This is an optimization exercise on Yosys and OpenROAD, whose aim is small area, not a production implementation.
The RTL was checked by simulation tests, not by an equivalence proof against the original design.

## design/flow/design.v

```verilog
module lane_rank_cic (
    input  wire               clk,
    input  wire               rst,
    input  wire [3:0]         cfg_rank_taps,    
    input  wire [2:0]         cfg_cic_order,    
    input  wire               cfg_cic_m,        
    input  wire [16:0]        cfg_cic_ratio,    
    input  wire [17:0]        cfg_cic_gain,     
    input  wire [5:0]         cfg_cic_shift,    
    input  wire               in_valid,
    input  wire signed [15:0] in_data,
    output reg                out_valid,
    output reg  signed [15:0] out_data,
    output reg                out_sat
);
    integer i, j, s;
    wire take = in_valid & ~rst;
    wire l4   = |cfg_cic_ratio[16:2];           
    reg  [16:0] cnt;
    wire        strobe = (cnt == 17'd1);
    always @(posedge clk) begin
        if (rst)
            cnt <= 17'd1;
        else if (in_valid)
            cnt <= strobe ? cfg_cic_ratio : cnt - 17'd1;
    end
    reg  signed [15:0] win [0:8];        
    reg         [35:0] pb;               
    wire        [7:0]  le_new;           
    function integer pidx(input integer a, input integer b);
        pidx = b * (b - 1) / 2 + a;
    endfunction
    genvar g;
    generate
        for (g = 0; g < 8; g = g + 1) begin : g_cmp
            assign le_new[g] = in_data <= win[g];
        end
    endgenerate
    always @(posedge clk) begin
        if (in_valid) begin
            for (i = 8; i > 0; i = i - 1)
                win[i] <= win[i-1];
            win[0] <= in_data;
            for (j = 1; j < 8; j = j + 1)
                for (i = 0; i < j; i = i + 1)
                    pb[pidx(i + 1, j + 1)] <= pb[pidx(i, j)];
            for (j = 0; j < 8; j = j + 1)
                pb[pidx(0, j + 1)] <= le_new[j];
        end
    end
    wire [8:0] inc = {{2{cfg_rank_taps[3]}},
                      {2{cfg_rank_taps[3] | cfg_rank_taps[2] & cfg_rank_taps[1]}},
                      {2{cfg_rank_taps[3] | cfg_rank_taps[2]}}, 3'b111};
    wire [2:0] half = cfg_rank_taps[3:1];
    reg  [3:0]  ahead;
    reg  [8:0]  sel;
    reg  signed [15:0] median;
    always @(*) begin
        median = 16'sd0;
        for (j = 0; j < 9; j = j + 1) begin
            ahead = 4'd0;
            for (i = 0; i < 9; i = i + 1) begin
                if (i < j)
                    ahead = ahead + {3'd0, inc[i] & pb[pidx(i, j)]};
                else if (i > j)
                    ahead = ahead + {3'd0, inc[i] & ~pb[pidx(j, i)]};
            end
            sel[j] = inc[j] && ahead == {1'b0, half};
            median = median | (win[j] & {16{sel[j]}});
        end
    end
    reg  [3:0]  vd;                  
    reg  [3:1]  sd;                  
    reg  [15:0] ig [1:5][0:3];
    reg  [1:5]  cy [0:2];            
    reg  [15:0] isum [1:5][0:3];
    reg  [16:0] t17;
    reg  [15:0] addend;
    wire [5:1]  act;
    assign act[1] = cfg_cic_order >= 3'd5;
    assign act[2] = cfg_cic_order >= 3'd4;
    assign act[3] = cfg_cic_order >= 3'd3;
    assign act[4] = cfg_cic_order >= 3'd2;
    assign act[5] = 1'b1;
    reg  [1:5]  cout [0:3];
    always @(*) begin
        for (j = 0; j < 4; j = j + 1) begin
            for (s = 1; s <= 5; s = s + 1) begin
                if (s == 1)
                    addend = (j == 0) ? median : {16{sd[j]}};
                else
                    addend = isum[s-1][j];
                t17 = {1'b0, ig[s][j]} + {1'b0, addend & {16{vd[j]}}}
                      + ((j == 0) ? 17'd0 : {16'd0, cy[j-1][s]});
                isum[s][j] = t17[15:0];
                cout[j][s] = t17[16];
            end
        end
    end
    always @(posedge clk) begin
        if (rst)
            vd <= 4'd0;
        else
            vd <= {vd[2:0], take};
        sd <= {sd[2:1], median[15]};
        for (j = 0; j < 4; j = j + 1)
            for (s = 1; s <= 5; s = s + 1)
                ig[s][j] <= isum[s][j] & {16{act[s]}};
        for (j = 0; j < 3; j = j + 1)
            cy[j] <= cout[j];
    end
    reg         ev;                  
    reg  [3:0]  pr;                  
    always @(posedge clk) begin
        if (rst) begin
            ev <= 1'b0;
            pr <= 4'd0;
        end else begin
            ev <= take & strobe;
            pr <= {pr[2:0], ev};
        end
    end
    wire proc  = pr[0] | pr[1] | (l4 & (pr[2] | pr[3]));
    wire plast = l4 ? pr[3] : pr[1];
    wire [15:0] dig = ({16{pr[0]}} & ig[5][0]) | ({16{pr[1]}} & ig[5][1]) |
                      ({16{l4 & pr[2]}} & ig[5][2]) | ({16{l4 & pr[3]}} & ig[5][3]);
    reg  [15:0] dl [1:5][0:7];
    reg  [1:5]  bw;
    reg  [15:0] u [0:5];
    reg  [1:5]  bo;
    reg  [16:0] d17;
    wire [5:1] cact = {act[1], act[2], act[3], act[4], act[5]};    
    wire p3 = cfg_cic_m ^ l4;        
    wire p1 = ~cfg_cic_m & ~l4;      
    always @(*) begin
        u[0] = dig;
        for (s = 1; s <= 5; s = s + 1) begin
            d17 = {1'b0, u[s-1]} - {1'b0, dl[s][0] & {16{cact[s]}}}
                  - {16'd0, bw[s] & ~pr[0]};
            u[s]  = d17[15:0];
            bo[s] = d17[16];
        end
    end
    always @(posedge clk) begin
        bw <= bo;
        if (proc) begin
            for (s = 1; s <= 5; s = s + 1) begin
                dl[s][7] <= u[s-1];
                dl[s][6] <= dl[s][7];
                dl[s][5] <= dl[s][6];
                dl[s][4] <= dl[s][5];
                dl[s][3] <= p3 ? u[s-1] : dl[s][4];
                dl[s][2] <= dl[s][3];
                dl[s][1] <= p1 ? u[s-1] : dl[s][2];
                dl[s][0] <= dl[s][1];
            end
        end
    end
    reg         yv, yfirst, ylast;
    reg  [15:0] yd;
    always @(posedge clk) begin
        if (rst)
            yv <= 1'b0;
        else
            yv <= proc;
        yfirst <= pr[0];
        ylast  <= plast;
        yd     <= u[5];
    end
    reg  signed [19:0] hi;           
    reg         [47:0] dr;           
    wire signed [16:0] ys = {ylast & yd[15], yd};
    wire signed [34:0] pp = ys * $signed({1'b0, cfg_cic_gain});
    wire signed [35:0] an = {pp[34], pp} + (yfirst ? 36'd0 : {{16{hi[19]}}, hi});
    reg         xv;
    always @(posedge clk) begin
        if (rst)
            xv <= 1'b0;
        else
            xv <= yv & ylast;
        hi <= an[35:16];
        dr <= {an[15:0], dr[47:16]};
    end
    wire [65:0] wx = l4 ? {hi[17:0], dr} : {{32{hi[17]}}, hi[17:0], dr[47:32]};
    wire signed [65:0] q = $signed(wx) >>> cfg_cic_shift;
    wire        fits = (q[65:17] == {49{q[17]}});
    wire signed [18:0] z  = {q[17], q[17:0]} + 19'sd1;
    wire signed [17:0] ov = z[18:1];
    wire        neg   = wx[65];
    wire        over   = fits ? (ov > 18'sd32767)  : ~neg;
    wire        under = fits ? (ov < -18'sd32768) : neg;
    reg  [3:0]  qo;
    wire [4:0]  nm  = cfg_cic_m ? {1'b0, cfg_cic_order, 1'b0} : {2'b0, cfg_cic_order};
    wire [2:0]  km2 = cfg_rank_taps[2:0] - 3'd2;      
    wire        rs  = ~|cfg_cic_ratio[16:3];          
    wire [2:0]  r3  = cfg_cic_ratio[2:0];
    wire [2:0]  cc  = 3'd1 + {2'd0, rs & ({1'b0, km2} > {1'b0, r3})}
                           + {2'd0, rs & ({1'b0, km2} > {r3, 1'b0})}
                           + {2'd0, rs & ({2'b0, km2} > ({1'b0, r3, 1'b0} + {2'b0, r3}))};
    wire [4:0]  thr = nm + {2'd0, cc};
    wire        ok  = {1'b0, qo} >= thr;
    always @(posedge clk) begin
        if (rst) begin
            qo        <= 4'd0;
            out_valid <= 1'b0;
        end else begin
            if (xv && qo != 4'd15)
                qo <= qo + 4'd1;
            out_valid <= xv & ok;
        end
        out_sat  <= over | under;
        out_data <= over ? 16'sh7fff : under ? 16'sh8000 : ov[15:0];
    end
endmodule
```

## design/flow/config.mk

```make
export PLATFORM = sky130hd
export DESIGN_NAME = lane_rank_cic
export DESIGN_NICKNAME = lane_rank_cic
export VERILOG_FILES = /design/flow/design.v
export SDC_FILE = /design/flow/constraint.sdc
export NUM_CORES = 4
export LEC_CHECK = 0
export CAP_MARGIN = 20
export CORE_MARGIN = 2
export CORE_UTILIZATION = 40
export SLEW_MARGIN = 20
```

## design/flow/run.sh

```bash
#!/bin/bash
# synth_recipe.tcl (not shown) runs the flow's synth.tcl, then flattens the netlist and writes it again
# the make line also repeats each setting of config.mk as NAME=value (left out here)
make -C /OpenROAD-flow-scripts/flow DESIGN_CONFIG=/design/flow/config.mk WORK_HOME=/design/flow/orfs CLKGATE_MAP_FILE= SYNTH_SCRIPT=/design/flow/synth_recipe.tcl finish
```

## design/flow/constraint.sdc

```tcl
create_clock -name core_clock -period 16.0 [get_ports {clk}]
set_input_delay 3.2000 -clock core_clock [delete_from_list [all_inputs] [get_ports {clk}]]
set_output_delay 3.2000 -clock core_clock [all_outputs]
set_load 0.01 [all_outputs]
```

==> impl_metrics.json <==
{
  "outcome": "no timing/DRC/antenna violations",
  "drv_slew": 0,
  "relSlewSlack_pct": 27.4,
  "wl_per_cell_um": 19.2,
  "syn_to_final_growth_pct": 10.6,
  "grt_pass1_wl_um": 335000,
  "core_area_um2": 207000,
  "syn_area_um2": 83700,
  "max_stage_delay_ns": 0.70,
  "initial_core_util_pct": 40.3,
  "layout_commonest_cell": "inv_1",
  "fin_crit_ns": 14.00,
  "die_x_um": 461,
  "ctsHoldBuffers": 0,
  "cts_buffers": 147,
  "numPortBuffers": 85,
  "register_area_um2": 34200,
  "drt_first_pass_iters": 8,
  "nets": 9296,
  "drtIter0Drc": 4620,
  "clock_path_buffers": 3,
  "die_h_um": 461,
  "grt_antenna_before_repair": 4,
  "critPathMaxFanout": 16,
  "cp_num_buf_inv": 5,
  "htree_levels": 4,
  "ys_types": 96,
  "grt_pass1_vias": 59914,
  "end_kind": "register",
  "clock_skew_ns": 0.0448,
  "drtAntennaViolNets": 0,
  "wirelength_um": 211000,
  "worstPathRequired_ns": 16.67,
  "drc": 0,
  "ys_ff_latch": 1299,
  "track_usage_pct": 19.8,
  "setup_viol": 0,
  "viasPerCell": 5.42,
  "fin_util_pct": 44.6,
  "postCtsResizedCells": 0,
  "min_period_over_period_pct": 87.5,
  "vias": 59798,
  "cpLargestDelayFamily": "adder cells",
  "timing.rr.end": "cy[0][5]",
  "die_area_um2": 213000,
  "synth_nets": 9273,
  "reg2reg_slack_ns": 5.28,
  "rsz0062_at_grt": "no",
  "cp_slowest_cell": "nor2_1",
  "clk_pin_slew_ns": 0.06,
  "cts_tree": "yes",
  "num_io_pins": 86,
  "async_flop_share_pct": 0,
  "yosysSeqAreaShare_pct": 40.9,
  "syn_inst": 8105,
  "synth.avg_cell_area_um2": 10.3,
  "num_antenna_cells": 0,
  "holdCritStartpoint": "sd[1]",
  "cts_sinks": 1299,
  "synth_edf_count": 820,
  "cap_violations": 0,
  "fill_cells": 19349,
  "grt_max_degree": 90,
  "start_kind": "primary input",
  "hold_violations": 0,
  "clock-root-buffer": "clkbuf_16",
  "hpwl_um": 153000,
  "postCtsSetupBuffers": 0,
  "multi_input_area_um2": 44800,
  "final_layout_size_suffix_gt1_share_pct": 7.49,
  "tns_ns": 0,
  "fp-row-count": 167,
  "synth_warnings": 8,
  "grt-ovfl-total": 0,
  "critical_path_arrival_ns": 14.67,
  "final_cell_mix": "951 x inv_1, 820 x edfxtp_1, 775 x ha_1",
  "gp_congestion": 0.951,
  "crit_type": "in2reg",
  "worst_slew_pin_slew_ns": 1.09,
  "clock.fmax_mhz": 71.4,
  "clock_latency_ns": 0.81,
  "ff2ff_path_depth": 46,
  "min_to": "sd[2]",
  "whs_path_depth": 0,
  "min_path_type": "reg2reg",
  "synth_ff_type": "edfxtp_1",
  "r2r-start": "pb[6]"
}
[cells in the mapped netlist (95+ instances only)]
cell type	n	area, um^2
nand2_1	587	2200
inv_1	951	3570
a21oi_1	403	2020
dfxtp_1	479	9590
mux2_2	155	1750
clkbuf_1	243	912
and2_1	471	2950
nand3_1	95	475
edfxtp_1	820	24600
nor2b_1	175	1090
nor2_1	406	1520
nor3_1	214	1070
o21ai_0	329	1650
xnor2_1	243	2130
ha_1	776	9710
fa_1	324	6490
[per-layer routing]
metal | vias up | global-route usage, % | wire [um]
met4 | 0 | 6.88 | 6970
met2 | 1645 | 31.8 | 96600
li1 | 28494 | - | -
met5 | - | 0 | 0
met3 | 392 | 2.81 | 11400
met1 | 29267 | 27.3 | 96400
[worst max path at each step]
stage,start,to,slack [ns],cells past startpoint
after floorplan,cfg_cic_ratio[2],dl[0][0],1.03,9
after global placement,cfg_rank_taps[2],cy[0][5],1.39,49
after detailed placement,cfg_rank_taps[2],cy[0][5],1.26,49
after CTS,cfg_cic_ratio[4],yd[15],2.09,46
after global routing,cfg_cic_ratio[2],yd[15],1.08,47
final,cfg_rank_taps[2],cy[0][5],2.00,49
[cells by family after synthesis]
group	after synthesis	synth area share, %
muxes	279	4.48
and+or+nand+nor	2342	14.3
AOI/OAI and AO/OA	1495	11.7
DFF	1299	40.9
adders and majority gates	1100	19.3
buffers and inverters	1253	5.73
xor gates and xnor gates	337	3.54
[state kept, by name, indices dropped and copies added (netlist names), 3 cells and up]
name,cells
pr,4
cnt,17
pb,36
sd,3
bw,5
dr,48
vd,4
dl,640
yd,16
hi,20
ig,320
win,144
out_data,16
qo,4
cy,15
[metrics by stage]
step / instances / hold slack, ns / area [um^2] / setup WS [ns]
floorplan: 8105 / 0.329 / 83700 / 1.03
global placement: 10766 / 0.356 / 87500 / 1.39
detailed placement: 10766 / 0.355 / 87500 / 1.26
CTS: 11035 / 0.363 / 92500 / 2.09
global route: 11036 / 0.368 / 92600 / 1.08
finish: 11036 / 0.362 / 92600 / 2.00
[layout make-up]
type	count	area share (%)
inverter	957	3.88
sequential	1299	37.0
timing repair buffer	170	1.59
tap	2788	3.77
clock inverter	82	1.14
multi-input combinational	5553	48.4
clock buffer	187	4.25

-- separate check: timing with driven ports --
No port has a modelled driver above. Below, the same layout with a new extraction and two added sets of constraints. Step 1: set_driving_cell puts a clkbuf_16 on clk and a buf_2 on each other input, an assumption about the parent block. Step 2, shift: input delay + t, output delay - t, t = (earliest + latest rising clock arrival at the registers) / 2. This alone moves slack from input paths to output paths. Three values: no drivers, after step 1, after step 2; two values: the first two.
t, ns: 0.867
setup slack, ns: 2.001 / 2.058 / 1.191
worst setup path after step 2: input to register
worst register clock-pin slew, ns: 0.07 / 0.07
After both steps setup and hold are still met in this run. For this run, drivers alone change the setup slack by +0.057 ns; drivers and shift together by -0.810 ns.
